Background: an optimization exercise with open tools, aiming at small area, a short achievable clock period and few clock cycles. Do not read the settings as production practice.
Only simulation tests tie the RTL to the original design; equivalence was not proved.

## cc_pi
module cc_pi (
    input  wire        clk,
    input  wire        rst,           
    input  wire        in_valid,
    output wire        in_ready,
    input  wire [31:0] in_e,
    input  wire [31:0] in_ff,
    input  wire [31:0] in_r,          
    input  wire [31:0] in_kp,
    input  wire [31:0] in_kit,
    input  wire [31:0] in_lo,
    input  wire [31:0] in_hi,
    input  wire [31:0] in_i0,
    output reg         out_valid,
    output wire [31:0] out_y,
    output wire [31:0] out_i,
    output reg         out_held
);
For scale: about 7100 cells after synthesis.
==> flow/config.mk <==
export PLATFORM = sky130hd
export DESIGN_NAME = cc_pi
export DESIGN_NICKNAME = cc_pi
export VERILOG_FILES = /design/flow/design.v
export SDC_FILE = /design/flow/constraint.sdc
export NUM_CORES = 4
export LEC_CHECK = 0
export ABC_AREA = 1
export CAP_MARGIN = 20
export CORE_MARGIN = 2
export CORE_UTILIZATION = 40
export SLEW_MARGIN = 20
export TNS_END_PERCENT = 0
==> flow/constraint.sdc <==
create_clock -name core_clock -period 30.0 [get_ports {clk}]
set_input_delay 6.0000 -clock core_clock [delete_from_list [all_inputs] [get_ports {clk}]]
set_output_delay 6.0000 -clock core_clock [all_outputs]
set_load 0.01 [all_outputs]
standard.sh (not shown) runs the stock make flow with config.mk's settings and CLKGATE_MAP_FILE= SYNTH_SCRIPT=/design/flow/synth_recipe.tcl, a recipe that flattens the netlist after the stock synthesis.
==> flow/flow/run.sh <==
#!/bin/bash
# Standard layout (the standard.sh, unchanged synthesis and steps), with
# repair_timing asked to aim for a larger setup slack than the clock needs,
# so that it shortens the critical paths. Constraints are the design's.
set -euo pipefail
MARGIN=${MARGIN:-$(cat flow/margin.txt)}
bash standard.sh finish SETUP_SLACK_MARGIN=$MARGIN > flow_make.log 2>&1
==> flow/flow/margin.txt <==
22
Testbench counts at the start, summed over its fixed seeds: cycles 9,352.
Then changed:
==> flow/flow/margin.txt (replaced) <==
20
--- a/flow/config.mk
+++ b/flow/config.mk
@@ -8,2 +8,3 @@
 export ABC_AREA = 1
+export ABC_CLOCK_PERIOD_IN_PS = 10000
 export CAP_MARGIN = 20
Effect: The new run went through all stages and came out clean. Routed wire length fell by a few percent. Design area fell by a few percent. Setup slack got worse by 130 ps. Worst hold slack improved by 43 ps. Cell count fell slightly. Global-route usage fell by 0.93 points. Utilization fell by 1.1 points.
Then changed:
==> flow/flow/margin.txt (replaced) <==
19
--- a/flow/config.mk
+++ b/flow/config.mk
@@ -8,7 +8,6 @@
 export ABC_AREA = 1
-export ABC_CLOCK_PERIOD_IN_PS = 10000
 export CAP_MARGIN = 20
 export CORE_MARGIN = 2
-export CORE_UTILIZATION = 40
+export CORE_UTILIZATION = 55
+export PLACE_DENSITY = 0.7
 export SLEW_MARGIN = 20
-export TNS_END_PERCENT = 0
Area after synthesis does not change.
Final area came out lower by 2.0%.
Final cell count came out lower by 5.1%.
Then changed:
==> flow/flow/margin.txt (replaced) <==
20
--- a/flow/config.mk
+++ b/flow/config.mk
@@ -10,4 +10,3 @@
 export CORE_MARGIN = 2
-export CORE_UTILIZATION = 55
-export PLACE_DENSITY = 0.7
+export CORE_UTILIZATION = 40
 export SLEW_MARGIN = 20
Result:
- wire length rose by 10%
- design area rose by 9.5%
- core utilization fell by 13 points
- global-route usage fell by 8.8 points
Then changed:
==> flow/flow/run.sh (replaced) <==
#!/bin/bash
# Standard layout (the standard.sh, unchanged synthesis and steps), with
# repair_timing asked to aim for a larger setup slack than the clock needs,
# so that it shortens the critical paths, and the buffers that synthesis put
# in removed before placement so that repair buffers the nets itself.
# Constraints are the design's.
set -euo pipefail
MARGIN=${MARGIN:-$(cat flow/margin.txt)}
bash standard.sh finish SETUP_SLACK_MARGIN=$MARGIN REMOVE_ABC_BUFFERS=1 > flow_make.log 2>&1
--- a/flow/config.mk
+++ b/flow/config.mk
@@ -12 +12,2 @@
 export SLEW_MARGIN = 20
+export TNS_END_PERCENT = 0
The changed run passed the timing, design-rule and antenna checks.
Wire length falls by 4.5%.
Clock-buffer cell count grows by 12.
First-iteration DRC count went down by 9.8%.
Final area falls by 7.4%.
Synthesized area stays the same.
Setup slack loses 300 ps.
Hold slack degrades by 23 ps.
Global-route usage shrinks by 0.73 points.
Then changed:
==> flow/flow/run.sh (replaced) <==
#!/bin/bash
# Standard layout (the standard.sh, unchanged synthesis and steps), with
# repair_timing asked to aim for a larger setup slack than the clock needs,
# so that it shortens the critical paths. Constraints are the design's.
set -euo pipefail
MARGIN=${MARGIN:-$(cat flow/margin.txt)}
bash standard.sh finish SETUP_SLACK_MARGIN=$MARGIN > flow_make.log 2>&1
==> flow/flow/margin.txt (replaced) <==
19
--- a/flow/config.mk
+++ b/flow/config.mk
@@ -12,2 +12 @@
 export SLEW_MARGIN = 20
-export TNS_END_PERCENT = 0
What happened: The changed run finished with timing, DRC and antenna clean; design area grows by 0.48%; worst setup slack got worse by 180 ps; wire length grows by 3.3%; cell count is about the same; global-route usage grows by 0.60 points; clock skew shrinks by 3.6 ps; worst hold slack improved by 25 ps; via count grows by 1.6%; count of clock-buffer cells in the layout shrinks by 4.

-- afterwards: timing with drivers on the ports --
The flow's constraints put no driver on any port. The routed layouts listed below were extracted and timed again, unchanged, in two steps.
Step 1, drivers: a clkbuf_16 drives clk and a buf_2 each remaining input, both assumed.
Step 2 also shifts input and output timing later by t, the mid clock arrival at the registers, as if the neighbouring blocks saw the same clock.
Three values: no drivers, after step 1, after step 2; two values: the first two.
run	t (ns)	setup slack, ns	hold slack, ns	latest minus earliest clock arrival (ns)
the first run	0.745	19.804 / 19.804 / 19.804	0.351 / 0.351 / 0.351	0.059 / 0.060
the second run	0.736	19.676 / 19.676 / 19.676	0.394 / 0.394 / 0.394	0.036 / 0.037
the third run	0.724	19.274 / 19.274 / 19.274	0.409 / 0.409 / 0.409	0.063 / 0.063
the fourth run	0.737	19.764 / 19.764 / 19.764	0.389 / 0.389 / 0.389	0.042 / 0.042
the fifth run	0.750	19.465 / 19.465 / 19.465	0.366 / 0.366 / 0.366	0.057 / 0.057
the sixth run	0.760	19.290 / 19.290 / 19.290	0.391 / 0.391 / 0.391	0.047 / 0.046
After both steps every run listed still meets setup and hold.
